This design comes from an exercise in tuning for small area, a short achievable clock period and few clock cycles on the open sky130 flow, not from production work.
In this exercise RTL edits were held to simulation tests only and were not proved equivalent to the original.

[design.v]
module gkm_opu (
    input  wire         clk,
    input  wire         rst_n,
    input  wire         cmd_valid,
    output wire         cmd_ready,
    input  wire [1:0]   cmd_op,        
    input  wire [127:0] cmd_key,       
    input  wire [63:0]  cmd_expect,
    input  wire         in_valid,
    output wire         in_ready,
    input  wire [63:0]  in_data,       
    input  wire [3:0]   in_nbytes,     
    input  wire         in_last,
    output wire         out_valid,
    input  wire         out_ready,
    output wire [63:0]  out_result,
    output wire         out_match
);
    localparam [3:0] S_IDLE = 4'd0,
                     S_CRC  = 4'd1,
                     S_HA   = 4'd2,    
                     S_HB   = 4'd3,    
                     S_LA   = 4'd4,    
                     S_LB   = 4'd5,    
                     S_F1   = 4'd6,
                     S_F2   = 4'd7,
                     S_F3   = 4'd8,
                     S_F4   = 4'd9,
                     S_FOLD = 4'd10;
    reg  [3:0]   st;
    reg          ph;           
    reg          cfin;         
    reg  [1:0]   op;           
    reg          op32;         
    reg          pend;         
    reg          cmd_pres;     
    reg  [1:0]   cop;          
    reg          cmd_rdy, in_rdy, ov;
    reg          in_rdy_o;     
    reg          ir_full, ir_last;
    reg  [3:0]   ir_n;
    reg  [63:0]  ir_d;         
    reg  [255:0] v;            
    reg  [63:0]  res;
    reg          match;
    reg  [4:0]   lenq;         
    reg          c_start;      
    reg          c_p1;         
    reg          c_p2;         
    reg          c_ph;         
    reg          c_crc;        
    reg          c_crot;       
    reg          c_done;       
    reg          c_fold;       
    reg          c_b, c_ff, c_len, c_hb;
    reg          c_wait;       
    reg          c_inj;        
    reg          c_sir;        
    reg          c_sin;        
    reg          c_linj;       
    reg          c_rtake;      
    reg          c_h01, c_h2, c_h3, c_hres;
    wire [63:0] v0 = v[63:0];
    wire [63:0] v1 = v[127:64];
    wire [63:0] v2 = v[191:128];
    wire [63:0] v3 = v[255:192];
    wire [63:0] m_beat = ir_d | ((ir_last && !ir_n[3]) ? {lenq, ir_n[2:0], 56'd0} : 64'd0);
    wire [63:0] m      = c_len ? {lenq, 3'b000, 56'd0} : m_beat;
    wire [63:0] ha, hb, hy, hz;
    gkm_halfround u_half (
        .s0(v0), .s1(v1), .s2(v2), .s3(v3), .ph(c_ph),
        .a(ha), .b(hb), .y(hy), .z(hz));
    wire        in_short = in_valid && in_last && !in_nbytes[3];
    wire [4:0]  widx     = c_inj ? lenq + 5'd1 : (c_wait ? lenq : 5'd0);
    wire [63:0] in_mv;        
    genvar gk;
    generate
        for (gk = 0; gk < 8; gk = gk + 1) begin : g_inmv
            if (gk < 7) begin : g_lo
                assign in_mv[8*gk +: 8] = in_data[8*gk +: 8] & {8{in_valid && (in_nbytes > gk)}};
            end else begin : g_hi
                assign in_mv[63:56] = (in_data[63:56] & {8{in_valid && in_nbytes[3]}}) |
                                      ({widx, in_nbytes[2:0]} & {8{in_short}});
            end
        end
    endgenerate
    wire [63:0] inj = ({64{c_sir}} & (ir_d | ((ir_last && !ir_n[3]) ? {5'd0, ir_n[2:0], 56'd0} : 64'd0))) |
                      ({64{c_sin || c_inj || c_wait}} & in_mv) |
                      ({64{c_linj}} & {lenq + 5'd1, 3'b000, 56'd0});
    wire [63:0] hsh = v0 ^ v1 ^ v2 ^ v3;
    wire [63:0] cx   = v2 ^ (ir_d & {64{!cfin}});
    wire [2:0]  rb   = ir_n[2:0];            
    wire [63:0] cx1  = rb[0] ? {cx[7:0],   cx[63:8]}  : cx;
    wire [63:0] cx2  = rb[1] ? {cx1[15:0], cx1[63:16]} : cx1;
    wire [63:0] crt  = rb[2] ? {cx2[31:0], cx2[63:32]} : cx2;
    wire [7:0]  lob;
    genvar gj;
    generate
        for (gj = 0; gj < 8; gj = gj + 1) begin : g_lob
            assign lob[gj] = (ir_n <= 4'd7 - gj);
        end
    endgenerate
    wire [63:0] lom;
    generate
        for (gj = 0; gj < 8; gj = gj + 1) begin : g_lom
            assign lom[8*gj +: 8] = {8{lob[gj]}};
        end
    endgenerate
    wire [63:0] g64;
    wire [31:0] g32;
    gkm_crc_g u_crc (.t(cx & ~lom), .g64(g64), .g32(g32));
    wire [63:0] s_hi   = cx & lom;
    wire [63:0] c64n   = s_hi ^ g64;
    wire [31:0] c32n   = s_hi[31:0] ^ g32;
    wire [63:0] crc_nx = op32 ? {32'd0, c32n} : c64n;
    wire [63:0] crc_rs = op32 ? {32'd0, ~c32n} : ~c64n;
    wire        crc_mt = op32 ? (~c32n == v0[31:0]) : (~c64n == v0);
    wire take   = cmd_valid && cmd_rdy;
    wire accept = in_valid && in_rdy;
    wire pop    = c_crc || c_hb;
    wire hr     = (st == S_HA) || (st == S_HB) || (st == S_LA) || (st == S_LB) ||
                  (st == S_F1) || (st == S_F2) || (st == S_F3) || (st == S_F4);
    reg [3:0] st_n;
    reg       ph_n;
    always @(*) begin
        st_n = st;
        ph_n = 1'b0;
        if (hr && !ph) begin
            ph_n = (st != S_HA) || ir_full;
        end else begin
            case (st)
                S_CRC:  if (c_done) st_n = S_IDLE;
                S_HA:   st_n = S_HB;
                S_HB:   st_n = !ir_last ? S_HA : (ir_n[3] ? S_LA : S_F1);
                S_LA:   st_n = S_LB;
                S_LB:   st_n = S_F1;
                S_F1:   st_n = S_F2;
                S_F2:   st_n = S_F3;
                S_F3:   st_n = S_F4;
                S_F4:   st_n = S_FOLD;
                S_FOLD: if (c_fold) st_n = S_IDLE;
                default: st_n = S_IDLE;
            endcase
        end
        if (c_start) begin
            st_n = cop[1] ? S_HA : S_CRC;
            ph_n = 1'b0;
        end
    end
    wire       ir_full_n = accept || (ir_full && !pop);
    wire       ir_last_n = in_rdy ? in_last : ir_last;
    wire [3:0] ir_n_n    = in_rdy ? in_nbytes : ir_n;
    wire       ov_n      = c_done || c_fold || (ov && !out_ready);
    wire       pend_n    = c_start || (pend && !take);
    wire       pres_n    = cmd_valid && !take;
    wire [1:0] op_n      = c_start ? cop : op;
    wire       cfin_n    = c_crot || (cfin && !c_done && !c_start);
    wire       fin_n     = (st_n == S_LA) || (st_n == S_LB) || (st_n == S_F1) || (st_n == S_F2) ||
                           (st_n == S_F3) || (st_n == S_F4) || (st_n == S_FOLD);
    wire       hr_n      = (st_n == S_HA) || (st_n == S_HB) || (st_n == S_LA) || (st_n == S_LB) ||
                           (st_n == S_F1) || (st_n == S_F2) || (st_n == S_F3) || (st_n == S_F4);
    wire       beat_n    = (st_n == S_CRC) && ir_full_n;
    wire       crot_n    = beat_n && ir_last_n && !ir_n_n[3] && !cfin_n;
    wire       crc_n     = beat_n && !crot_n && !(ir_last_n && ov_n);
    wire       done_n    = crc_n && ir_last_n;
    wire       fold_n    = (st_n == S_FOLD) && !pend_n && !ov_n;
    wire       start_n   = ((st_n == S_IDLE) || done_n || fold_n) && pres_n && !pend_n;
    wire       rdy_n     = pend_n && (!op_n[1] || (fin_n && !ov_n));
    wire       hb2_n     = (st_n == S_HB) && ph_n;
    wire       in_rdy_n  = !ir_full_n || crc_n || hb2_n;
    wire       p1_n      = hr_n && !ph_n && !((st_n == S_HA) && !ir_full_n);
    wire       p2_n      = hr_n && ph_n;
    wire       wait_n    = (st_n == S_HA) && !ph_n && !ir_full_n;
    wire       rtake_n   = rdy_n && op_n[1];
    wire [63:0] in_m;
    generate
        for (gj = 0; gj < 8; gj = gj + 1) begin : g_inm
            assign in_m[8*gj +: 8] = in_data[8*gj +: 8] & {8{in_nbytes > gj}};
        end
    endgenerate
    always @(posedge clk) begin
        if (!rst_n) begin
            st       <= S_IDLE;
            ph       <= 1'b0;
            cfin     <= 1'b0;
            pend     <= 1'b0;
            cmd_pres <= 1'b0;
            cmd_rdy  <= 1'b0;
            in_rdy   <= 1'b1;
            in_rdy_o <= 1'b1;
            ov       <= 1'b0;
            ir_full  <= 1'b0;
            c_start  <= 1'b0;
            c_p1     <= 1'b0;
            c_p2     <= 1'b0;
            c_ph     <= 1'b0;
            c_crc    <= 1'b0;
            c_crot   <= 1'b0;
            c_done   <= 1'b0;
            c_fold   <= 1'b0;
            c_wait   <= 1'b0;
            c_inj    <= 1'b0;
            c_sir    <= 1'b0;
            c_sin    <= 1'b0;
            c_linj   <= 1'b0;
            c_b      <= 1'b0;
            c_ff     <= 1'b0;
            c_len    <= 1'b0;
            c_hb     <= 1'b0;
            c_rtake  <= 1'b0;
            c_h01    <= 1'b0;
            c_h2     <= 1'b0;
            c_h3     <= 1'b0;
            c_hres   <= 1'b0;
        end else begin
            st       <= st_n;
            ph       <= ph_n;
            cfin     <= cfin_n;
            pend     <= pend_n;
            cmd_pres <= pres_n;
            cmd_rdy  <= rdy_n;
            in_rdy   <= in_rdy_n;
            in_rdy_o <= !ir_full_n || ((st_n == S_HB) && ph_n) ||
                        ((st_n == S_CRC) && !(ir_last_n && ov_n) &&
                         !(ir_last_n && !ir_n_n[3] && !cfin_n));
            ov       <= ov_n;
            ir_full  <= ir_full_n;
            c_start  <= start_n;
            c_p1     <= p1_n;
            c_p2     <= p2_n;
            c_ph     <= ph_n;
            c_crc    <= crc_n;
            c_crot   <= crot_n;
            c_done   <= done_n;
            c_fold   <= fold_n;
            c_wait   <= wait_n;
            c_inj    <= hb2_n && !ir_last_n;
            c_sir    <= start_n && ir_full_n && !crc_n;
            c_sin    <= start_n && in_rdy_n;
            c_linj   <= hb2_n && ir_last_n && ir_n_n[3];
            c_b      <= ((st_n == S_HB) || (st_n == S_LB)) && ph_n;
            c_ff     <= ((st_n == S_HB && ir_last_n && !ir_n_n[3]) || (st_n == S_LB)) && ph_n;
            c_len    <= (st_n == S_LA) || (st_n == S_LB);
            c_hb     <= hb2_n;
            c_rtake  <= rtake_n;
            c_h01    <= !(start_n || p1_n || p2_n);
            c_h2     <= !(start_n || p1_n || p2_n || crc_n || crot_n);
            c_h3     <= !(start_n || p1_n || p2_n || wait_n);
            c_hres   <= !(rtake_n || done_n || fold_n);
        end
    end
    always @(posedge clk) begin
        cop <= cmd_op;
        if (c_start) begin
            op   <= cop;
            op32 <= (cop == 2'd0);
        end
        if (in_rdy) begin
            ir_d    <= in_m;
            ir_n    <= in_nbytes;
            ir_last <= in_last;
        end
        if (c_start)
            lenq <= 5'd0;
        else if (c_hb)
            lenq <= lenq + 5'd1;
        v[255:192] <= ({64{c_start}} & (cmd_key[127:64] ^ 64'h7465646279746573 ^ inj)) |
                      ({64{c_p1 || c_p2}} & (hy ^ inj)) |
                      ({64{c_wait}}  & (v3 ^ inj)) |
                      ({64{c_h3}}    & v3);
        v[127:64]  <= ({64{c_start}} & (cmd_key[127:64] ^ 64'h646f72616e646f6d)) |
                      ({64{c_p1 || c_p2}} & hz) |
                      ({64{c_h01}}   & v1);
        v[63:0]    <= ({64{c_start}} & (cop[1] ? (cmd_key[63:0] ^ 64'h736f6d6570736575) : cmd_expect)) |
                      ({64{c_p1}}    & {ha[31:0], ha[63:32]}) |
                      ({64{c_p2}}    & (ha ^ (m & {64{c_b}}))) |
                      ({64{c_h01}}   & v0);
        v[191:128] <= ({64{c_start}} & (cop[1] ? (cmd_key[63:0] ^ 64'h6c7967656e657261) :
                                        (cop[0] ? 64'hFFFFFFFFFFFFFFFF : 64'h00000000FFFFFFFF))) |
                      ({64{c_p1}}    & hb) |
                      ({64{c_p2}}    & ({hb[31:0], hb[63:32]} ^ {56'd0, {8{c_ff}}})) |
                      ({64{c_crc && !c_start}} & crc_nx) |
                      ({64{c_crot}}  & crt) |
                      ({64{c_h2}}    & v2);
        res <= ({64{c_rtake}} & cmd_expect) |
               ({64{c_done}}  & crc_rs) |
               ({64{c_fold}}  & hsh) |
               ({64{c_hres}}  & res);
        if (c_done)
            match <= crc_mt;
        else if (c_fold)
            match <= (hsh == res);
    end
    assign cmd_ready  = cmd_rdy;
    assign in_ready   = in_rdy_o;
    assign out_valid  = ov;
    assign out_result = res;
    assign out_match  = match;
endmodule
module gkm_halfround (
    input  wire [63:0] s0, s1, s2, s3,
    input  wire        ph,
    output wire [63:0] a, b, y, z
);
    gkm_add64 u_a (.a(s0), .b(s1), .s(a));
    gkm_add64 u_b (.a(s2), .b(s3), .s(b));
    wire [63:0] r1 = ph ? {s1[42:0], s1[63:43]} : {s1[50:0], s1[63:51]};
    wire [63:0] r3 = ph ? {s3[46:0], s3[63:47]} : {s3[47:0], s3[63:48]};
    assign y = a ^ r1;
    assign z = b ^ r3;
endmodule
module gkm_add64 (
    input  wire [63:0] a,
    input  wire [63:0] b,
    output wire [63:0] s
);
    wire [63:0] g [0:6];
    wire [63:0] p [0:6];
    assign g[0] = a & b;
    assign p[0] = a ^ b;
    genvar l, i;
    generate
        for (l = 0; l < 6; l = l + 1) begin : g_lv
            for (i = 0; i < 64; i = i + 1) begin : g_bit
                if ((i >> l) & 1) begin : g_op
                    assign g[l+1][i] = g[l][i] | (p[l][i] & g[l][((i >> l) << l) - 1]);
                    assign p[l+1][i] = p[l][i] & p[l][((i >> l) << l) - 1];
                end else begin : g_pass
                    assign g[l+1][i] = g[l][i];
                    assign p[l+1][i] = p[l][i];
                end
            end
        end
    endgenerate
    assign s = p[0] ^ {g[6][62:0], 1'b0};
endmodule
module gkm_crc_g (input wire [63:0] t, output wire [63:0] g64, output wire [31:0] g32);
    wire [427:0] x;
    assign x[63:0] = t;
    assign x[64] = x[38] ^ x[48];
    assign x[65] = x[8] ^ x[43];
    assign x[66] = x[52] ^ x[53];
    assign x[67] = x[60] ^ x[61];
    assign x[68] = x[14] ^ x[62];
    assign x[69] = x[18] ^ x[47];
    assign x[70] = x[16] ^ x[45];
    assign x[71] = x[21] ^ x[37];
    assign x[72] = x[11] ^ x[44];
    assign x[73] = x[27] ^ x[55];
    assign x[74] = x[10] ^ x[28];
    assign x[75] = x[12] ^ x[35];
    assign x[76] = x[15] ^ x[34];
    assign x[77] = x[25] ^ x[39];
    assign x[78] = x[26] ^ x[40];
    assign x[79] = x[29] ^ x[50];
    assign x[80] = x[30] ^ x[51];
    assign x[81] = x[13] ^ x[24];
    assign x[82] = x[19] ^ x[58];
    assign x[83] = x[20] ^ x[49];
    assign x[84] = x[22] ^ x[59];
    assign x[85] = x[17] ^ x[46];
    assign x[86] = x[33] ^ x[54];
    assign x[87] = x[56] ^ x[57];
    assign x[88] = x[41] ^ x[63];
    assign x[89] = x[1] ^ x[23];
    assign x[90] = x[4] ^ x[36];
    assign x[91] = x[9] ^ x[31];
    assign x[92] = x[32] ^ x[42];
    assign x[93] = x[0] ^ x[72];
    assign x[94] = x[5] ^ x[6];
    assign x[95] = x[3] ^ x[67];
    assign x[96] = x[2] ^ x[64];
    assign x[97] = x[7] ^ x[65];
    assign x[98] = x[69] ^ x[71];
    assign x[99] = x[74] ^ x[77];
    assign x[100] = x[66] ^ x[86];
    assign x[101] = x[57] ^ x[76];
    assign x[102] = x[70] ^ x[75];
    assign x[103] = x[80] ^ x[81];
    assign x[104] = x[63] ^ x[68];
    assign x[105] = x[1] ^ x[84];
    assign x[106] = x[9] ^ x[85];
    assign x[107] = x[39] ^ x[83];
    assign x[108] = x[73] ^ x[82];
    assign x[109] = x[78] ^ x[79];
    assign x[110] = x[7] ^ x[89];
    assign x[111] = x[3] ^ x[61];
    assign x[112] = x[22] ^ x[38];
    assign x[113] = x[36] ^ x[92];
    assign x[114] = x[0] ^ x[2];
    assign x[115] = x[5] ^ x[40];
    assign x[116] = x[6] ^ x[14];
    assign x[117] = x[30] ^ x[49];
    assign x[118] = x[31] ^ x[55];
    assign x[119] = x[33] ^ x[52];
    assign x[120] = x[11] ^ x[87];
    assign x[121] = x[35] ^ x[70];
    assign x[122] = x[54] ^ x[66];
    assign x[123] = x[91] ^ x[93];
    assign x[124] = x[12] ^ x[41];
    assign x[125] = x[13] ^ x[45];
    assign x[126] = x[15] ^ x[19];
    assign x[127] = x[18] ^ x[43];
    assign x[128] = x[21] ^ x[59];
    assign x[129] = x[23] ^ x[27];
    assign x[130] = x[16] ^ x[88];
    assign x[131] = x[24] ^ x[65];
    assign x[132] = x[32] ^ x[73];
    assign x[133] = x[37] ^ x[69];
    assign x[134] = x[51] ^ x[90];
    assign x[135] = x[42] ^ x[95];
    assign x[136] = x[62] ^ x[96];
    assign x[137] = x[0] ^ x[29];
    assign x[138] = x[17] ^ x[44];
    assign x[139] = x[25] ^ x[34];
    assign x[140] = x[3] ^ x[64];
    assign x[141] = x[8] ^ x[68];
    assign x[142] = x[50] ^ x[71];
    assign x[143] = x[53] ^ x[87];
    assign x[144] = x[58] ^ x[78];
    assign x[145] = x[60] ^ x[94];
    assign x[146] = x[67] ^ x[79];
    assign x[147] = x[82] ^ x[84];
    assign x[148] = x[4] ^ x[23];
    assign x[149] = x[6] ^ x[48];
    assign x[150] = x[28] ^ x[47];
    assign x[151] = x[13] ^ x[80];
    assign x[152] = x[18] ^ x[87];
    assign x[153] = x[31] ^ x[111];
    assign x[154] = x[33] ^ x[66];
    assign x[155] = x[35] ^ x[83];
    assign x[156] = x[49] ^ x[74];
    assign x[157] = x[56] ^ x[73];
    assign x[158] = x[58] ^ x[79];
    assign x[159] = x[77] ^ x[85];
    assign x[160] = x[78] ^ x[88];
    assign x[161] = x[10] ^ x[97];
    assign x[162] = x[44] ^ x[106];
    assign x[163] = x[91] ^ x[100];
    assign x[164] = x[2] ^ x[46];
    assign x[165] = x[4] ^ x[41];
    assign x[166] = x[22] ^ x[56];
    assign x[167] = x[24] ^ x[38];
    assign x[168] = x[7] ^ x[75];
    assign x[169] = x[15] ^ x[92];
    assign x[170] = x[21] ^ x[69];
    assign x[171] = x[32] ^ x[70];
    assign x[172] = x[50] ^ x[76];
    assign x[173] = x[55] ^ x[83];
    assign x[174] = x[59] ^ x[68];
    assign x[175] = x[62] ^ x[119];
    assign x[176] = x[81] ^ x[90];
    assign x[177] = x[28] ^ x[93];
    assign x[178] = x[81] ^ x[100];
    assign x[179] = x[102] ^ x[107];
    assign x[180] = x[104] ^ x[109];
    assign x[181] = x[5] ^ x[26];
    assign x[182] = x[10] ^ x[61];
    assign x[183] = x[12] ^ x[29];
    assign x[184] = x[17] ^ x[34];
    assign x[185] = x[40] ^ x[51];
    assign x[186] = x[43] ^ x[52];
    assign x[187] = x[1] ^ x[87];
    assign x[188] = x[2] ^ x[88];
    assign x[189] = x[9] ^ x[76];
    assign x[190] = x[11] ^ x[118];
    assign x[191] = x[20] ^ x[89];
    assign x[192] = x[22] ^ x[90];
    assign x[193] = x[23] ^ x[94];
    assign x[194] = x[26] ^ x[88];
    assign x[195] = x[27] ^ x[90];
    assign x[196] = x[45] ^ x[126];
    assign x[197] = x[48] ^ x[65];
    assign x[198] = x[54] ^ x[72];
    assign x[199] = x[60] ^ x[127];
    assign x[200] = x[75] ^ x[117];
    assign x[201] = x[79] ^ x[84];
    assign x[202] = x[86] ^ x[112];
    assign x[203] = x[30] ^ x[107];
    assign x[204] = x[36] ^ x[98];
    assign x[205] = x[42] ^ x[140];
    assign x[206] = x[47] ^ x[105];
    assign x[207] = x[77] ^ x[103];
    assign x[208] = x[98] ^ x[134];
    assign x[209] = x[99] ^ x[130];
    assign x[210] = x[128] ^ x[146];
    assign x[211] = x[4] ^ x[12];
    assign x[212] = x[5] ^ x[20];
    assign x[213] = x[10] ^ x[46];
    assign x[214] = x[14] ^ x[38];
    assign x[215] = x[15] ^ x[25];
    assign x[216] = x[16] ^ x[58];
    assign x[217] = x[18] ^ x[53];
    assign x[218] = x[25] ^ x[44];
    assign x[219] = x[26] ^ x[51];
    assign x[220] = x[33] ^ x[46];
    assign x[221] = x[34] ^ x[39];
    assign x[222] = x[37] ^ x[50];
    assign x[223] = x[45] ^ x[57];
    assign x[224] = x[0] ^ x[82];
    assign x[225] = x[5] ^ x[137];
    assign x[226] = x[19] ^ x[76];
    assign x[227] = x[27] ^ x[92];
    assign x[228] = x[29] ^ x[116];
    assign x[229] = x[37] ^ x[92];
    assign x[230] = x[39] ^ x[138];
    assign x[231] = x[40] ^ x[75];
    assign x[232] = x[44] ^ x[83];
    assign x[233] = x[48] ^ x[91];
    assign x[234] = x[55] ^ x[75];
    assign x[235] = x[55] ^ x[82];
    assign x[236] = x[56] ^ x[125];
    assign x[237] = x[57] ^ x[72];
    assign x[238] = x[59] ^ x[86];
    assign x[239] = x[62] ^ x[114];
    assign x[240] = x[63] ^ x[89];
    assign x[241] = x[68] ^ x[89];
    assign x[242] = x[85] ^ x[94];
    assign x[243] = x[112] ^ x[129];
    assign x[244] = x[3] ^ x[143];
    assign x[245] = x[6] ^ x[96];
    assign x[246] = x[9] ^ x[97];
    assign x[247] = x[11] ^ x[99];
    assign x[248] = x[12] ^ x[95];
    assign x[249] = x[13] ^ x[108];
    assign x[250] = x[17] ^ x[96];
    assign x[251] = x[19] ^ x[101];
    assign x[252] = x[20] ^ x[141];
    assign x[253] = x[22] ^ x[151];
    assign x[254] = x[28] ^ x[145];
    assign x[255] = x[29] ^ x[98];
    assign x[256] = x[30] ^ x[131];
    assign x[257] = x[36] ^ x[121];
    assign x[258] = x[50] ^ x[98];
    assign x[259] = x[51] ^ x[122];
    assign x[260] = x[52] ^ x[101];
    assign x[261] = x[57] ^ x[102];
    assign x[262] = x[67] ^ x[109];
    assign x[263] = x[73] ^ x[99];
    assign x[264] = x[78] ^ x[103];
    assign x[265] = x[80] ^ x[152];
    assign x[266] = x[81] ^ x[97];
    assign x[267] = x[84] ^ x[120];
    assign x[268] = x[95] ^ x[113];
    assign x[269] = x[101] ^ x[156];
    assign x[270] = x[108] ^ x[149];
    assign x[271] = x[110] ^ x[144];
    assign x[272] = x[121] ^ x[154];
    assign x[273] = x[139] ^ x[171];
    assign x[274] = x[37] ^ x[123];
    assign x[275] = x[148] ^ x[179];
    assign x[276] = x[153] ^ x[161];
    assign x[277] = x[1] ^ x[54];
    assign x[278] = x[3] ^ x[42];
    assign x[279] = x[4] ^ x[27];
    assign x[280] = x[4] ^ x[32];
    assign x[281] = x[8] ^ x[10];
    assign x[282] = x[9] ^ x[26];
    assign x[283] = x[14] ^ x[40];
    assign x[284] = x[16] ^ x[41];
    assign x[285] = x[26] ^ x[41];
    assign x[286] = x[27] ^ x[33];
    assign x[287] = x[30] ^ x[32];
    assign x[288] = x[31] ^ x[54];
    assign x[289] = x[36] ^ x[42];
    assign x[290] = x[42] ^ x[48];
    assign x[291] = x[49] ^ x[62];
    assign x[292] = x[53] ^ x[59];
    assign x[293] = x[5] ^ x[80];
    assign x[294] = x[6] ^ x[64];
    assign x[295] = x[7] ^ x[150];
    assign x[296] = x[8] ^ x[80];
    assign x[297] = x[11] ^ x[115];
    assign x[298] = x[12] ^ x[114];
    assign x[299] = x[16] ^ x[92];
    assign x[300] = x[16] ^ x[124];
    assign x[301] = x[23] ^ x[115];
    assign x[302] = x[28] ^ x[115];
    assign x[303] = x[31] ^ x[185];
    assign x[304] = x[35] ^ x[85];
    assign x[305] = x[38] ^ x[65];
    assign x[306] = x[46] ^ x[72];
    assign x[307] = x[46] ^ x[129];
    assign x[308] = x[47] ^ x[71];
    assign x[309] = x[52] ^ x[138];
    assign x[310] = x[53] ^ x[215];
    assign x[311] = x[56] ^ x[71];
    assign x[312] = x[56] ^ x[116];
    assign x[313] = x[60] ^ x[74];
    assign x[314] = x[60] ^ x[83];
    assign x[315] = x[62] ^ x[183];
    assign x[316] = x[63] ^ x[77];
    assign x[317] = x[64] ^ x[71];
    assign x[318] = x[65] ^ x[137];
    assign x[319] = x[66] ^ x[212];
    assign x[320] = x[68] ^ x[76];
    assign x[321] = x[78] ^ x[117];
    assign x[322] = x[82] ^ x[85];
    assign x[323] = x[83] ^ x[129];
    assign x[324] = x[84] ^ x[94];
    assign x[325] = x[86] ^ x[150];
    assign x[326] = x[88] ^ x[112];
    assign x[327] = x[118] ^ x[218];
    assign x[328] = x[119] ^ x[290];
    assign x[329] = x[167] ^ x[181];
    assign x[330] = x[0] ^ x[104];
    assign x[331] = x[1] ^ x[157];
    assign x[332] = x[18] ^ x[101];
    assign x[333] = x[19] ^ x[96];
    assign x[334] = x[20] ^ x[160];
    assign x[335] = x[21] ^ x[102];
    assign x[336] = x[21] ^ x[122];
    assign x[337] = x[25] ^ x[95];
    assign x[338] = x[34] ^ x[104];
    assign x[339] = x[39] ^ x[202];
    assign x[340] = x[40] ^ x[153];
    assign x[341] = x[45] ^ x[158];
    assign x[342] = x[46] ^ x[134];
    assign x[343] = x[47] ^ x[108];
    assign x[344] = x[54] ^ x[105];
    assign x[345] = x[59] ^ x[154];
    assign x[346] = x[61] ^ x[132];
    assign x[347] = x[64] ^ x[110];
    assign x[348] = x[64] ^ x[133];
    assign x[349] = x[67] ^ x[202];
    assign x[350] = x[68] ^ x[198];
    assign x[351] = x[69] ^ x[113];
    assign x[352] = x[70] ^ x[93];
    assign x[353] = x[71] ^ x[155];
    assign x[354] = x[73] ^ x[102];
    assign x[355] = x[74] ^ x[95];
    assign x[356] = x[74] ^ x[105];
    assign x[357] = x[75] ^ x[103];
    assign x[358] = x[85] ^ x[313];
    assign x[359] = x[87] ^ x[238];
    assign x[360] = x[88] ^ x[174];
    assign x[361] = x[91] ^ x[130];
    assign x[362] = x[93] ^ x[187];
    assign x[363] = x[96] ^ x[225];
    assign x[364] = x[97] ^ x[283];
    assign x[365] = x[99] ^ x[122];
    assign x[366] = x[99] ^ x[173];
    assign x[367] = x[101] ^ x[124];
    assign x[368] = x[103] ^ x[128];
    assign x[369] = x[103] ^ x[188];
    assign x[370] = x[104] ^ x[142];
    assign x[371] = x[105] ^ x[130];
    assign x[372] = x[106] ^ x[293];
    assign x[373] = x[108] ^ x[172];
    assign x[374] = x[110] ^ x[127];
    assign x[375] = x[110] ^ x[133];
    assign x[376] = x[111] ^ x[132];
    assign x[377] = x[113] ^ x[150];
    assign x[378] = x[113] ^ x[236];
    assign x[379] = x[116] ^ x[120];
    assign x[380] = x[120] ^ x[124];
    assign x[381] = x[125] ^ x[175];
    assign x[382] = x[125] ^ x[192];
    assign x[383] = x[139] ^ x[147];
    assign x[384] = x[141] ^ x[142];
    assign x[385] = x[144] ^ x[323];
    assign x[386] = x[151] ^ x[308];
    assign x[387] = x[152] ^ x[327];
    assign x[388] = x[159] ^ x[176];
    assign x[389] = x[160] ^ x[169];
    assign x[390] = x[165] ^ x[297];
    assign x[391] = x[166] ^ x[189];
    assign x[392] = x[184] ^ x[240];
    assign x[393] = x[190] ^ x[201];
    assign x[394] = x[194] ^ x[196];
    assign x[395] = x[195] ^ x[200];
    assign x[396] = x[217] ^ x[229];
    assign x[397] = x[15] ^ x[203];
    assign x[398] = x[24] ^ x[250];
    assign x[399] = x[41] ^ x[136];
    assign x[400] = x[63] ^ x[260];
    assign x[401] = x[68] ^ x[135];
    assign x[402] = x[106] ^ x[208];
    assign x[403] = x[123] ^ x[145];
    assign x[404] = x[124] ^ x[208];
    assign x[405] = x[131] ^ x[263];
    assign x[406] = x[134] ^ x[272];
    assign x[407] = x[135] ^ x[147];
    assign x[408] = x[135] ^ x[191];
    assign x[409] = x[157] ^ x[247];
    assign x[410] = x[159] ^ x[259];
    assign x[411] = x[161] ^ x[214];
    assign x[412] = x[162] ^ x[168];
    assign x[413] = x[162] ^ x[182];
    assign x[414] = x[163] ^ x[204];
    assign x[415] = x[176] ^ x[340];
    assign x[416] = x[178] ^ x[321];
    assign x[417] = x[197] ^ x[265];
    assign x[418] = x[198] ^ x[209];
    assign x[419] = x[200] ^ x[331];
    assign x[420] = x[206] ^ x[355];
    assign x[421] = x[206] ^ x[365];
    assign x[422] = x[210] ^ x[224];
    assign x[423] = x[222] ^ x[273];
    assign x[424] = x[227] ^ x[394];
    assign x[425] = x[253] ^ x[318];
    assign x[426] = x[261] ^ x[351];
    assign x[427] = x[252] ^ x[274];
    assign g64[0] = (((x[270] ^ x[358]) ^ x[414]) ^ (x[360] ^ ((((x[11] ^ x[23]) ^ x[278]) ^ x[107]) ^ (x[236] ^ x[97]))));
    assign g64[1] = (x[415] ^ ((((x[32] ^ x[6]) ^ x[175]) ^ (x[230] ^ x[243])) ^ (x[341] ^ x[367])));
    assign g64[2] = ((x[207] ^ x[360]) ^ (x[396] ^ ((((x[0] ^ x[34]) ^ (x[58] ^ x[7])) ^ (x[148] ^ x[220])) ^ (x[121] ^ x[302]))));
    assign g64[3] = (((x[225] ^ (x[140] ^ x[189])) ^ x[409]) ^ (x[353] ^ ((x[81] ^ ((x[45] ^ x[62]) ^ x[217])) ^ x[271])));
    assign g64[4] = ((x[379] ^ x[395]) ^ ((x[109] ^ ((x[164] ^ x[167]) ^ (x[8] ^ (x[19] ^ x[21])))) ^ (x[209] ^ x[344])));
    assign g64[5] = (x[417] ^ (((x[100] ^ x[196]) ^ (x[213] ^ (x[49] ^ (x[21] ^ x[25])))) ^ ((x[298] ^ x[324]) ^ x[180])));
    assign g64[6] = (x[417] ^ (((x[70] ^ ((x[26] ^ x[33]) ^ x[289])) ^ x[356]) ^ (x[320] ^ (x[142] ^ x[230]))));
    assign g64[7] = (((x[243] ^ x[322]) ^ ((x[121] ^ x[199]) ^ (x[185] ^ (x[49] ^ (x[29] ^ x[2]))))) ^ (x[274] ^ x[400]));
    assign g64[8] = (((x[299] ^ ((x[67] ^ x[86]) ^ x[294])) ^ x[419]) ^ (x[370] ^ (x[123] ^ x[266])));
    assign g64[9] = (((x[245] ^ x[258]) ^ (x[259] ^ x[337])) ^ (x[367] ^ ((x[147] ^ x[191]) ^ (x[227] ^ x[306]))));
    assign g64[10] = (((x[136] ^ x[178]) ^ (x[295] ^ (x[219] ^ (x[55] ^ (x[21] ^ x[43]))))) ^ (x[275] ^ x[407]));
    assign g64[11] = ((x[338] ^ x[388]) ^ (((x[157] ^ x[197]) ^ (x[201] ^ x[232])) ^ ((x[301] ^ x[95]) ^ x[336])));
    assign g64[12] = (((x[328] ^ (x[147] ^ x[159])) ^ x[276]) ^ (x[264] ^ ((x[195] ^ x[237]) ^ (x[212] ^ (x[50] ^ (x[15] ^ x[35]))))));
    assign g64[13] = (((x[254] ^ x[273]) ^ x[404]) ^ (x[385] ^ (((x[65] ^ x[66]) ^ x[174]) ^ x[123])));
    assign g64[14] = (((x[178] ^ x[356]) ^ (x[317] ^ (x[94] ^ x[146]))) ^ (x[412] ^ x[424]));
    assign g64[15] = ((x[311] ^ (x[80] ^ ((x[29] ^ x[52]) ^ x[111]))) ^ (x[383] ^ (x[250] ^ x[361])));
    assign g64[16] = ((x[379] ^ x[382]) ^ (((x[194] ^ x[317]) ^ x[246]) ^ (x[325] ^ (((x[35] ^ x[46]) ^ x[287]) ^ x[108]))));
    assign g64[17] = (((x[326] ^ x[93]) ^ x[251]) ^ (x[336] ^ ((x[127] ^ ((x[17] ^ x[3]) ^ x[125])) ^ (x[145] ^ x[315]))));
    assign g64[18] = (x[420] ^ ((((x[17] ^ x[284]) ^ x[175]) ^ (x[197] ^ x[311])) ^ (x[123] ^ x[395])));
    assign g64[19] = ((x[392] ^ x[396]) ^ (((((x[12] ^ x[5]) ^ x[91]) ^ x[146]) ^ (x[156] ^ x[237])) ^ (x[136] ^ x[382])));
    assign g64[20] = (((x[319] ^ ((x[41] ^ x[91]) ^ x[157])) ^ x[398]) ^ (x[377] ^ ((x[168] ^ x[296]) ^ x[210])));
    assign g64[21] = (x[425] ^ (((x[152] ^ x[99]) ^ (x[71] ^ (x[149] ^ x[291]))) ^ (x[163] ^ x[268])));
    assign g64[22] = (((x[235] ^ x[237]) ^ x[163]) ^ (x[180] ^ (((x[112] ^ x[117]) ^ (x[182] ^ x[280])) ^ ((x[43] ^ (x[34] ^ x[37])) ^ x[110]))));
    assign g64[23] = ((((x[186] ^ (x[49] ^ (x[14] ^ x[3]))) ^ x[254]) ^ x[412]) ^ (x[333] ^ ((x[103] ^ x[113]) ^ (x[172] ^ x[98]))));
    assign g64[24] = ((x[276] ^ x[406]) ^ (x[348] ^ (((x[116] ^ x[126]) ^ (x[22] ^ (x[0] ^ x[13]))) ^ ((x[77] ^ x[79]) ^ x[232]))));
    assign g64[25] = ((x[372] ^ x[384]) ^ (((x[107] ^ x[122]) ^ (x[171] ^ x[226])) ^ ((x[90] ^ (x[72] ^ x[78])) ^ x[347])));
    assign g64[26] = ((x[326] ^ ((x[185] ^ x[281]) ^ x[242])) ^ (((x[73] ^ ((x[15] ^ x[24]) ^ x[114])) ^ x[163]) ^ (x[179] ^ x[258])));
    assign g64[27] = (x[423] ^ ((x[305] ^ x[314]) ^ (((x[58] ^ x[286]) ^ x[104]) ^ (x[105] ^ x[303]))));
    assign g64[28] = (((x[155] ^ ((x[53] ^ x[219]) ^ x[133])) ^ (x[245] ^ x[350])) ^ ((x[373] ^ x[378]) ^ x[276]));
    assign g64[29] = (((x[140] ^ ((x[52] ^ x[126]) ^ x[132])) ^ (x[177] ^ x[179])) ^ ((x[246] ^ x[342]) ^ (x[359] ^ x[370])));
    assign g64[30] = ((x[350] ^ x[374]) ^ ((((x[279] ^ x[94]) ^ x[201]) ^ (x[300] ^ x[303])) ^ (x[205] ^ x[251])));
    assign g64[31] = (x[275] ^ (((x[169] ^ x[235]) ^ (x[309] ^ x[97])) ^ (x[254] ^ x[369])));
    assign g64[32] = (x[418] ^ (x[343] ^ ((x[146] ^ x[301]) ^ (x[291] ^ (x[48] ^ (x[24] ^ x[37]))))));
    assign g64[33] = (((x[207] ^ x[248]) ^ (x[307] ^ (x[109] ^ x[224]))) ^ (x[411] ^ x[414]));
    assign g64[34] = (x[427] ^ (x[421] ^ (x[346] ^ (((x[165] ^ x[64]) ^ x[226]) ^ x[264]))));
    assign g64[35] = (((x[335] ^ x[363]) ^ x[409]) ^ (x[389] ^ ((x[241] ^ x[314]) ^ x[163])));
    assign g64[36] = (((x[260] ^ x[262]) ^ (x[298] ^ ((x[24] ^ x[30]) ^ x[147]))) ^ (x[375] ^ ((x[171] ^ x[233]) ^ x[252])));
    assign g64[37] = ((x[361] ^ x[368]) ^ ((((x[286] ^ x[89]) ^ (x[32] ^ x[281])) ^ (x[155] ^ x[310])) ^ ((x[322] ^ x[95]) ^ x[136])));
    assign g64[38] = (x[423] ^ (((x[164] ^ x[166]) ^ (x[285] ^ ((x[53] ^ x[61]) ^ x[148]))) ^ (x[266] ^ x[270])));
    assign g64[39] = (((x[295] ^ x[329]) ^ x[162]) ^ (x[359] ^ ((x[141] ^ x[155]) ^ (x[278] ^ ((x[25] ^ x[51]) ^ x[129])))));
    assign g64[40] = ((x[341] ^ (x[170] ^ ((x[282] ^ x[90]) ^ (x[60] ^ x[149])))) ^ (x[400] ^ x[405]));
    assign g64[41] = ((x[334] ^ ((x[86] ^ (x[118] ^ x[77])) ^ x[257])) ^ (x[425] ^ ((x[309] ^ (x[170] ^ x[193])) ^ x[401])));
    assign g64[42] = (x[420] ^ (((x[86] ^ (x[76] ^ x[81])) ^ x[203]) ^ (x[93] ^ ((x[8] ^ x[280]) ^ x[144]))));
    assign g64[43] = ((x[241] ^ (((x[2] ^ x[33]) ^ x[139]) ^ x[233])) ^ (x[390] ^ (x[210] ^ x[354])));
    assign g64[44] = ((x[242] ^ ((x[166] ^ x[76]) ^ x[156])) ^ (x[357] ^ ((x[194] ^ x[239]) ^ x[268])));
    assign g64[45] = (x[422] ^ (((x[277] ^ ((x[48] ^ x[8]) ^ x[165])) ^ x[366]) ^ (x[143] ^ (x[106] ^ x[121]))));
    assign g64[46] = ((x[344] ^ x[372]) ^ (((x[170] ^ x[173]) ^ x[262]) ^ (x[239] ^ (((x[10] ^ x[58]) ^ x[289]) ^ x[120]))));
    assign g64[47] = ((x[267] ^ x[270]) ^ ((((x[62] ^ (x[10] ^ x[31])) ^ x[188]) ^ (x[89] ^ (x[186] ^ x[80]))) ^ (x[248] ^ x[258])));
    assign g64[48] = ((x[339] ^ ((x[131] ^ x[132]) ^ (x[223] ^ (x[114] ^ x[116])))) ^ (x[404] ^ x[413]));
    assign g64[49] = ((x[381] ^ x[391]) ^ (((x[115] ^ x[235]) ^ (x[306] ^ x[99])) ^ (x[205] ^ x[375])));
    assign g64[50] = (x[275] ^ (((x[120] ^ x[131]) ^ (x[160] ^ x[228])) ^ ((x[292] ^ ((x[34] ^ x[47]) ^ x[213])) ^ x[333])));
    assign g64[51] = ((x[345] ^ x[387]) ^ ((((x[222] ^ x[74]) ^ x[193]) ^ (x[196] ^ x[231])) ^ (x[256] ^ x[330])));
    assign g64[52] = (((x[299] ^ ((x[49] ^ x[119]) ^ x[101])) ^ x[405]) ^ (x[255] ^ ((x[140] ^ x[174]) ^ (x[89] ^ (x[138] ^ x[219])))));
    assign g64[53] = ((((x[82] ^ (x[117] ^ x[279])) ^ x[177]) ^ (x[272] ^ x[391])) ^ ((x[316] ^ (x[109] ^ x[199])) ^ x[398]));
    assign g64[54] = ((x[362] ^ x[386]) ^ ((((x[139] ^ x[216]) ^ (x[67] ^ x[94])) ^ (x[234] ^ x[328])) ^ (x[180] ^ x[246])));
    assign g64[55] = (((x[177] ^ x[251]) ^ x[408]) ^ (x[339] ^ ((x[234] ^ x[98]) ^ (x[80] ^ (x[26] ^ x[164])))));
    assign g64[56] = (((x[191] ^ ((x[137] ^ x[166]) ^ (x[186] ^ x[221]))) ^ x[415]) ^ (x[343] ^ (x[136] ^ x[335])));
    assign g64[57] = ((x[353] ^ x[388]) ^ (((x[84] ^ ((x[44] ^ x[48]) ^ x[287])) ^ x[244]) ^ (x[302] ^ (x[188] ^ x[241]))));
    assign g64[58] = ((x[266] ^ x[267]) ^ ((((x[4] ^ x[126]) ^ x[106]) ^ (x[109] ^ x[319])) ^ (x[136] ^ x[263])));
    assign g64[59] = (x[418] ^ (((((x[14] ^ x[9]) ^ x[183]) ^ x[145]) ^ (x[170] ^ x[296])) ^ (x[244] ^ x[385])));
    assign g64[60] = (((x[192] ^ ((x[23] ^ x[220]) ^ x[131])) ^ x[397]) ^ (x[248] ^ ((x[133] ^ x[143]) ^ x[180])));
    assign g64[61] = (((x[135] ^ x[265]) ^ (x[242] ^ ((x[167] ^ x[90]) ^ x[172]))) ^ ((x[345] ^ x[352]) ^ (x[364] ^ x[366])));
    assign g64[62] = ((((x[94] ^ (x[62] ^ x[165])) ^ (x[97] ^ x[98])) ^ x[410]) ^ (x[262] ^ (((x[72] ^ x[76]) ^ (x[82] ^ x[91])) ^ (x[102] ^ x[187]))));
    assign g64[63] = ((x[334] ^ ((x[122] ^ x[151]) ^ x[136])) ^ (x[426] ^ ((x[324] ^ ((x[7] ^ x[8]) ^ x[108])) ^ x[413])));
    assign g32[0] = ((x[358] ^ x[363]) ^ ((((x[221] ^ x[284]) ^ (x[43] ^ x[119])) ^ x[204]) ^ (x[249] ^ x[267])));
    assign g32[1] = (((x[177] ^ x[203]) ^ x[407]) ^ (x[348] ^ (((x[184] ^ x[89]) ^ x[143]) ^ (x[228] ^ x[231]))));
    assign g32[2] = ((x[397] ^ x[399]) ^ (x[422] ^ (x[374] ^ (x[231] ^ ((x[223] ^ x[288]) ^ x[176])))));
    assign g32[3] = ((x[371] ^ x[384]) ^ ((x[207] ^ x[268]) ^ (x[232] ^ ((x[115] ^ x[118]) ^ (x[164] ^ x[82])))));
    assign g32[4] = (((x[180] ^ x[247]) ^ (x[249] ^ x[332])) ^ (x[342] ^ (((x[20] ^ x[111]) ^ (x[70] ^ x[92])) ^ (x[193] ^ x[233]))));
    assign g32[5] = ((x[330] ^ x[332]) ^ ((((x[60] ^ (x[32] ^ x[55])) ^ x[107]) ^ (x[168] ^ x[192])) ^ (x[245] ^ x[264])));
    assign g32[6] = ((x[364] ^ x[393]) ^ (((x[304] ^ x[96]) ^ (x[69] ^ x[240])) ^ (x[269] ^ x[337])));
    assign g32[7] = (((x[269] ^ x[357]) ^ (x[305] ^ (x[142] ^ x[175]))) ^ (x[376] ^ ((x[84] ^ (x[148] ^ x[181])) ^ x[162])));
    assign g32[8] = ((((x[81] ^ (x[56] ^ x[69])) ^ x[338]) ^ (x[99] ^ (x[158] ^ x[243]))) ^ (x[403] ^ x[406]));
    assign g32[9] = ((x[349] ^ x[369]) ^ (((x[132] ^ x[170]) ^ (x[310] ^ x[312])) ^ ((x[43] ^ x[102]) ^ x[271])));
    assign g32[10] = (x[401] ^ (((x[288] ^ ((x[23] ^ x[58]) ^ x[215])) ^ (x[329] ^ x[93])) ^ (x[161] ^ x[255])));
    assign g32[11] = ((x[346] ^ x[352]) ^ (((x[105] ^ x[294]) ^ x[256]) ^ (x[316] ^ ((x[211] ^ x[282]) ^ (x[62] ^ x[126])))));
    assign g32[12] = ((x[347] ^ x[383]) ^ ((((x[186] ^ x[223]) ^ x[160]) ^ (x[173] ^ x[315])) ^ (x[123] ^ x[204])));
    assign g32[13] = (((x[177] ^ x[256]) ^ x[426]) ^ (x[392] ^ (x[173] ^ ((x[181] ^ x[79]) ^ x[154]))));
    assign g32[14] = (x[421] ^ ((((x[167] ^ x[80]) ^ (x[55] ^ (x[41] ^ x[50]))) ^ x[261]) ^ x[403]));
    assign g32[15] = (x[410] ^ ((x[190] ^ (((x[10] ^ x[2]) ^ x[149]) ^ (x[183] ^ x[67]))) ^ (x[271] ^ x[378])));
    assign g32[16] = (x[416] ^ (((x[164] ^ x[133]) ^ (x[174] ^ x[97])) ^ (x[376] ^ x[380])));
    assign g32[17] = ((x[325] ^ ((x[60] ^ x[211]) ^ x[141])) ^ (((x[143] ^ x[172]) ^ (x[91] ^ (x[218] ^ x[88]))) ^ (x[205] ^ x[249])));
    assign g32[18] = ((x[349] ^ (x[155] ^ (x[114] ^ (x[52] ^ (x[11] ^ x[14]))))) ^ (x[402] ^ x[424]));
    assign g32[19] = (x[408] ^ (x[380] ^ ((x[158] ^ x[239]) ^ (x[292] ^ (x[17] ^ (x[13] ^ x[15]))))));
    assign g32[20] = ((((x[127] ^ x[211]) ^ (x[216] ^ x[277])) ^ ((x[57] ^ x[114]) ^ x[104])) ^ (x[135] ^ x[368]));
    assign g32[21] = ((x[209] ^ x[255]) ^ (x[362] ^ (((x[220] ^ x[64]) ^ x[153]) ^ (x[195] ^ x[320]))));
    assign g32[22] = (x[419] ^ ((x[199] ^ (x[90] ^ (x[128] ^ x[213]))) ^ (x[381] ^ x[389])));
    assign g32[23] = ((x[66] ^ ((x[14] ^ x[18]) ^ (x[42] ^ x[63]))) ^ (((x[118] ^ x[128]) ^ (x[182] ^ x[64])) ^ (x[158] ^ x[230])));
    assign g32[24] = (((x[132] ^ ((x[137] ^ x[70]) ^ x[100])) ^ x[399]) ^ (x[386] ^ ((x[85] ^ ((x[36] ^ x[58]) ^ x[115])) ^ x[269])));
    assign g32[25] = ((x[205] ^ x[371]) ^ (((x[100] ^ x[133]) ^ (x[158] ^ x[190])) ^ ((x[221] ^ (x[28] ^ x[117])) ^ (x[304] ^ x[312]))));
    assign g32[26] = ((x[307] ^ ((x[31] ^ x[216]) ^ x[100])) ^ (((x[142] ^ x[156]) ^ (x[168] ^ x[169])) ^ (x[253] ^ x[390])));
    assign g32[27] = ((x[178] ^ x[377]) ^ (x[393] ^ ((((x[0] ^ x[51]) ^ x[184]) ^ (x[214] ^ x[65])) ^ (x[193] ^ x[300]))));
    assign g32[28] = (((x[199] ^ x[228]) ^ (x[229] ^ x[234])) ^ (x[207] ^ ((((x[48] ^ x[56]) ^ x[138]) ^ x[100]) ^ (x[110] ^ x[189]))));
    assign g32[29] = ((x[387] ^ (((x[2] ^ x[61]) ^ x[226]) ^ x[257])) ^ (x[411] ^ x[416]));
    assign g32[30] = ((((((x[32] ^ x[54]) ^ x[285]) ^ x[159]) ^ x[244]) ^ (x[257] ^ x[373])) ^ x[427]);
    assign g32[31] = (x[402] ^ (((x[144] ^ x[169]) ^ (x[187] ^ x[238])) ^ ((x[74] ^ (x[63] ^ (x[20] ^ x[38]))) ^ x[354])));
endmodule
[flow/run.sh]
#!/bin/bash
# The standard layout (the standard.sh: ORFS synthesis to finish, unchanged
# steps and settings), except that the buffers ORFS puts on every input and
# output port are sky130_fd_sc_hd__buf_2 instead of the default delay buffer.
set -euo pipefail
export BUFFER_PORTS_ARGS="-buffer_cell sky130_fd_sc_hd__buf_2"
bash standard.sh > standard_flow.log 2>&1
[standard.sh]
#!/bin/bash
# synth_recipe.tcl (not shown) runs the flow's synth.tcl, then flattens the netlist and writes it again
# the make line also repeats each setting of config.mk as NAME=value (left out here)
make -C /OpenROAD-flow-scripts/flow DESIGN_CONFIG=/design/flow/config.mk WORK_HOME=/design/flow/orfs CLKGATE_MAP_FILE= SYNTH_SCRIPT=/design/flow/synth_recipe.tcl "${@:-finish}"
[config.mk]
export PLATFORM = sky130hd
export DESIGN_NAME = gkm_opu
export DESIGN_NICKNAME = gkm_opu
export VERILOG_FILES = /design/flow/design.v
export SDC_FILE = /design/flow/constraint.sdc
export NUM_CORES = 4
export LEC_CHECK = 0
export CAP_MARGIN = 25
export CORE_MARGIN = 2
export CORE_UTILIZATION = 40
export PLACE_DENSITY = 0.6
export SLEW_MARGIN = 25
[constraint.sdc]
create_clock -name core_clock -period 25.0 [get_ports {clk}]
set_input_delay 5.0000 -clock core_clock [delete_from_list [all_inputs] [get_ports {clk}]]
set_output_delay 5.0000 -clock core_clock [all_outputs]
set_load 0.01 [all_outputs]
==> run summary, run 1 <==
run status aborted with a tool error; stopping stage global routing; Halt Reason [ERROR GRT-0116] Global routing finished with congestion. Check the congestion regions in the DRC Viewer.; share of the synthesized area in the top cell type 20.9%; number of buffers added on ports 335; ranking of synthesized cells by area sky130_fd_sc_hd__xnor2_1 21%, sky130_fd_sc_hd__dfxtp_1 14%, sky130_fd_sc_hd__xor2_1 8.1%, sky130_fd_sc_hd__xnor3_1 7.4%, sky130_fd_sc_hd__edfxtp_1 4.1%; GR Overflow Total 120; post-synthesis cell count 5769; portion of the post-synthesis area used by sequential elements 18.6%; mean cell area of the mapped netlist 8.70 µm²; largest area contributor in the netlist sky130_fd_sc_hd__xnor2_1; count of distinct cell types in the synthesized netlist 89; number of flops mapped to enable cells by yosys 69; largest net degree at the start of global routing 164; placed instance area 0.0549 mm²; post-synth net total 6175; Main synth FF type sky130_fd_sc_hd__dfxtp_1; total clock buffers created by CTS 52; starting density of the core 40.5%; Yosys reg bits 432; clock root buffer sky130_fd_sc_hd__clkbuf_16; number of hold buffers added after CTS 0; aggregate global-route resource usage 64.7%; via count of the first global-routing pass 54300; Bufs on Longest Clock Path 3; vertical die dimension 358 µm; HPWL after DPL 319000 µm; Std-Cell Rows 129; Die X-Extent 358 µm; number of primary I/O pins 336; sink count of the clock tree 432; synthesis warning total 2; Async SR Flop Fraction 0%; netlist area before placement 0.0502 mm²; global-route wire length before repair 557000 µm; quantity of gates resized following cts 0; postcts setup bufs 0; routability congestion estimate 1.24; CTS H-tree lvls 2
[cell usage after synthesis, drive strengths merged (19+ instances only)]
cell type and instances:
xnor2 1238, nand2 503, xor2 469, o21ai 410
dfxtp 363, nor2 279, clkbuf 241, mux2i 204
a21oi 196, xnor3 167, a222oi 156, a22oi 150
inv 148, ha 126, a21o 102, buf 89
nor2b 79, and2 76, nand2b 70, edfxtp 69
nor3 60, a221o 54, nand3 37, o211ai 37
a22o 36, nor4 36, a221oi 29, o21a 29
mux2 25, nand4 24, o2111ai 24, and3 19
[per-layer routing]
layer	overflow	global-route usage [%]
met5	0	9.15
met4	50	64.4
met3	0	39.3
met2	70	83.7
met1	0	69.7
[cell families after synthesis]
group,share of synthesized area [%]
AOI/OAI and AO/OA,18.7
muxes,4.92
and+or+nand+nor,11.9
DFF,18.6
xor gates and xnor gates,38.5
adders and majority gates,3.62
buffers and inverters,3.73
[stage by stage]
stage	std cells	utilization [%]	worst slack (ns)
floorplan	5769	-	18.30
global placement	7659	44.2	17.51
detailed placement	7662	44.3	17.52
CTS	7759	45.7	18.18
[how the worst max path moves through the flow]
stage | from | to | slack, ns | cells past startpoint
3_5_place_dp | in_nbytes[3] | v[247] | 17.52 | 8
3_3_place_gp | in_nbytes[1] | v[242] | 17.51 | 8
4_1_cts | in_nbytes[3] | v[247] | 18.18 | 8
2_1_floorplan | in_nbytes[3] | v[199] | 18.30 | 8
Testbench counts, summed over its fixed seeds: cycles 96,990.
==> run 2: changes to the inputs <==
--- a/config.mk
+++ b/config.mk
@@ -8,5 +8,5 @@
 export CAP_MARGIN = 25
 export CORE_MARGIN = 2
-export CORE_UTILIZATION = 40
-export PLACE_DENSITY = 0.6
+export CORE_UTILIZATION = 35
+export PLACE_DENSITY = 0.55
 export SLEW_MARGIN = 25
==> run 2 against run 1 <==
  * The run now finishes clean
  * Synthesized cell count unchanged
  * Area after synthesis unchanged
==> run summary, run 2 <==
postcts setup bufs 0; TNS Setup 0 ns; vertical die dimension 383 µm; Routed wire per std cell 53.9 µm; Std-Cell Core Area 0.142 mm²; ranking of synthesized cells by area sky130_fd_sc_hd__xnor2_1 21%, sky130_fd_sc_hd__dfxtp_1 14%, sky130_fd_sc_hd__xor2_1 8.1%, sky130_fd_sc_hd__xnor3_1 7.4%, sky130_fd_sc_hd__edfxtp_1 4.1%; CTS tree built; clock period minus final worst setup slack 7.26 ns; final setup vio count 0; Std-Cell Rows 138; global-route wire length before repair 563000 µm; number of antenna violations at the first check in global routing 45; GR Overflow Total 0; startpoint class of the critical path flip-flop; cell depth of the worst min-delay path 1; quantity of gates resized following cts 0; required time of the worst setup path 25.42 ns; Area Overhead vs Synth 15.2%; hold wc startpoint op[1]; unrepaired setup endpoints after global routing no; number of buffers added on ports 335; vias per cell 7.06; clock input transition at the sequential cells of the worst setup and hold paths 0.07 ns; clock root buffer sky130_fd_sc_hd__clkbuf_16; number of flops mapped to enable cells by yosys 69; Routed WL 436000 µm; die footprint 0.147 mm²; Worst Tran Pin Value 1.29 ns; leading post-synthesis cells by instance count 1199 x sky130_fd_sc_hd__xnor2_1, 503 x sky130_fd_sc_hd__nand2_1, 466 x sky130_fd_sc_hd__xor2_1; maximum fanout along the worst path 33; aggregate global-route resource usage 58.2%; post-route clock period utilization 29.0%; register ranked first by flip-flop count v; Final Max Tran Viols 0; share of the synthesized area in the top cell type 20.9%; worst slew margin relative to its limit 13.4%; worst skew pair latency 0.71 ns; post-synthesis cell count 5769; portion of the post-synthesis area used by sequential elements 18.6%; largest net degree at the start of global routing 107; Worst Reg2Reg Path Length in Cells 16; number of hold buffers added after CTS 0; post-synth net total 6175; flop2flop setup slack 17.74 ns; Worst Setup Path Type reg -> reg; Critical Path End Type flip-flop; number of primary I/O pins 336; DRC marker count from the first detailed-route iteration 12100; total number of vias 57200; run status no timing/DRC/antenna violations; worst min-delay path category reg -> reg; number of filler cells placed in the layout 14600; Async SR Flop Fraction 0%; total DRC errors in the routed layout 0; count of distinct cell types in the synthesized netlist 89; total clock buffers created by CTS 53; HPWL after DPL 353000 µm; critical path data arrival time 7.68 ns; top library cells by usage in the layout, fill and taps aside 1149 x sky130_fd_sc_hd__xnor2_1, 503 x sky130_fd_sc_hd__nand2_1, 462 x sky130_fd_sc_hd__xor2_1; worst flop-to-flop path endpoint match; netlist area before placement 0.0502 mm²; Bufs on Longest Clock Path 3; number of nets with antenna violations after detailed routing 0; Max Freq 138 MHz; number of failing hold endpoints at the final stage 0; Final WS setup 17.74 ns; post-route worst hold slack 0.500 ns; max-cap check violation count 0; most common cell after layout, fill and taps aside sky130_fd_sc_hd__xnor2_1; registers with the most flip-flops v x256, ir_d x64, res x64; routability congestion estimate 1.18; worst flop-to-flop path startpoint cfin; CTS H-tree lvls 2; sink count of the clock tree 432; largest area contributor in the netlist sky130_fd_sc_hd__xnor2_1; Yosys reg bits 432; most common cell in the netlist sky130_fd_sc_hd__xnor2_1; starting density of the core 35.4%; Worst Hold End op[1]; mean cell area of the mapped netlist 8.70 µm²; net count reported at finish 6537; Detailed Routing Iterations Pass 1 15; via count of the first global-routing pass 52300; Worst Clk Skew 0.0642 ns; ratio of cells with drive above 1 in the final layout 15.6%; max reg flops 256; Die X-Extent 383 µm; synthesis warning total 2; Main synth FF type sky130_fd_sc_hd__dfxtp_1; Placement Setup Slack 17.63 ns
[run 2: worst max path at each step]
| stage | startpoint | end | slack, ns | depth (start not counted) |
|---|---|---|---|---|
| 2_1_floorplan | in_nbytes[3] | v[199] | 18.30 | 8 |
| 3_3_place_gp | in_nbytes[3] | v[198] | 17.63 | 8 |
| 3_5_place_dp | in_nbytes[3] | v[192] | 17.63 | 8 |
| 4_1_cts | cfin | match | 18.29 | 15 |
| 5_1_grt | cfin | match | 17.94 | 15 |
| 6_report | cfin | match | 17.74 | 16 |
[run 2: cell families (layout without fill, tap and decap cells)]
logic type | count (synthesis) | in the layout | synth area share (%)
compound gates | 1357 | 1357 | 18.7
fa+ha+maj | 138 | 138 | 3.62
mux | 235 | 235 | 4.92
other cells | 0 | 32 | 0
simple gates | 1245 | 1245 | 11.9
flops | 432 | 432 | 18.6
xor+xnor | 1883 | 1883 | 38.5
buf+inv | 479 | 884 | 3.73
[run 2: routing by layer]
layer  global-route usage, %  vias up  part of all wire [%]
met4                    63.4       20                    15
met1                    60.8    27500                    32
met2                    81.5     6270                    39
met5                    2.35        -                 0.095
li1                        -    21200                     -
met3                    27.9     2219                    14
[run 2: cell type report]
cell class / count / area [µm²] / area share, %
Antenna cell: 32 / 80.1 / 0.138
Clock buffer: 70 / 1510 / 2.61
Clock inverter: 28 / 328 / 0.567
Inverter: 149 / 559 / 0.967
Multi-Input combinational cell: 4858 / 39600 / 68.5
Sequential cell: 432 / 9380 / 16.2
Tap cell: 1890 / 2360 / 4.09
Timing Repair Buffer: 637 / 4030 / 6.96
[run 2: stage by stage]
| stage | std cells | util (%) | cell area [µm²] |
|---|---|---|---|
| final | 8096 | 40.8 | 57900 |
| after detailed placement | 7955 | 39.2 | 55700 |
| after CTS | 8053 | 40.5 | 57500 |
| after global placement | 7953 | 39.1 | 55500 |
| after global routing | 8070 | 40.7 | 57800 |
| after floorplan | 5769 | - | 50200 |
[run 2: worst max-delay path, cell delays in order (launching register included)]
cell and delay [ns]:
sky130_fd_sc_hd__dfxtp_2 0.49, sky130_fd_sc_hd__buf_4 0.51, sky130_fd_sc_hd__buf_4 0.49, sky130_fd_sc_hd__nand2b_1 0.22
sky130_fd_sc_hd__xor2_1 0.28, sky130_fd_sc_hd__nor2_1 0.07, sky130_fd_sc_hd__buf_4 0.27, sky130_fd_sc_hd__xnor2_2 0.82
sky130_fd_sc_hd__xnor3_1 0.84, sky130_fd_sc_hd__xnor2_1 0.76, sky130_fd_sc_hd__xnor2_1 0.37, sky130_fd_sc_hd__xnor2_1 0.27
sky130_fd_sc_hd__xnor2_1 0.99, sky130_fd_sc_hd__nor4_1 0.10, sky130_fd_sc_hd__nand4_1 0.18, sky130_fd_sc_hd__o41ai_1 0.09
sky130_fd_sc_hd__a31o_1 0.19

-- afterwards: timing with drivers on the ports --
Ports are ideal in the flow. The routed layout listed here was re-timed in OpenROAD. Step 1 assumes that a clkbuf_16 drives the clock port and a buf_2 every other input. Step 2 adds t to the input delays and takes it off the output delays; t is the mean of the earliest and latest rising clock arrival at the registers after step 1. Input paths then give back, and output paths get back, about the clock's delay inside the block. Slacks: ideal ports / drivers / drivers and shift; pairs: ideal ports / drivers.
run: run 2
t (ns): 0.766
setup slack, ns: 17.741 / 17.741 / 17.548
worst hold slack (ns): 0.500 / 0.500 / 0.500
slew at the worst register clock pin (ns): 0.08 / 0.08
worst data-port slew with drivers (ns): 0.15
After both steps setup and hold are still met in run 2. The setup slack of run 2 moves by 0.000 ns with the drivers and by -0.193 ns with both steps.
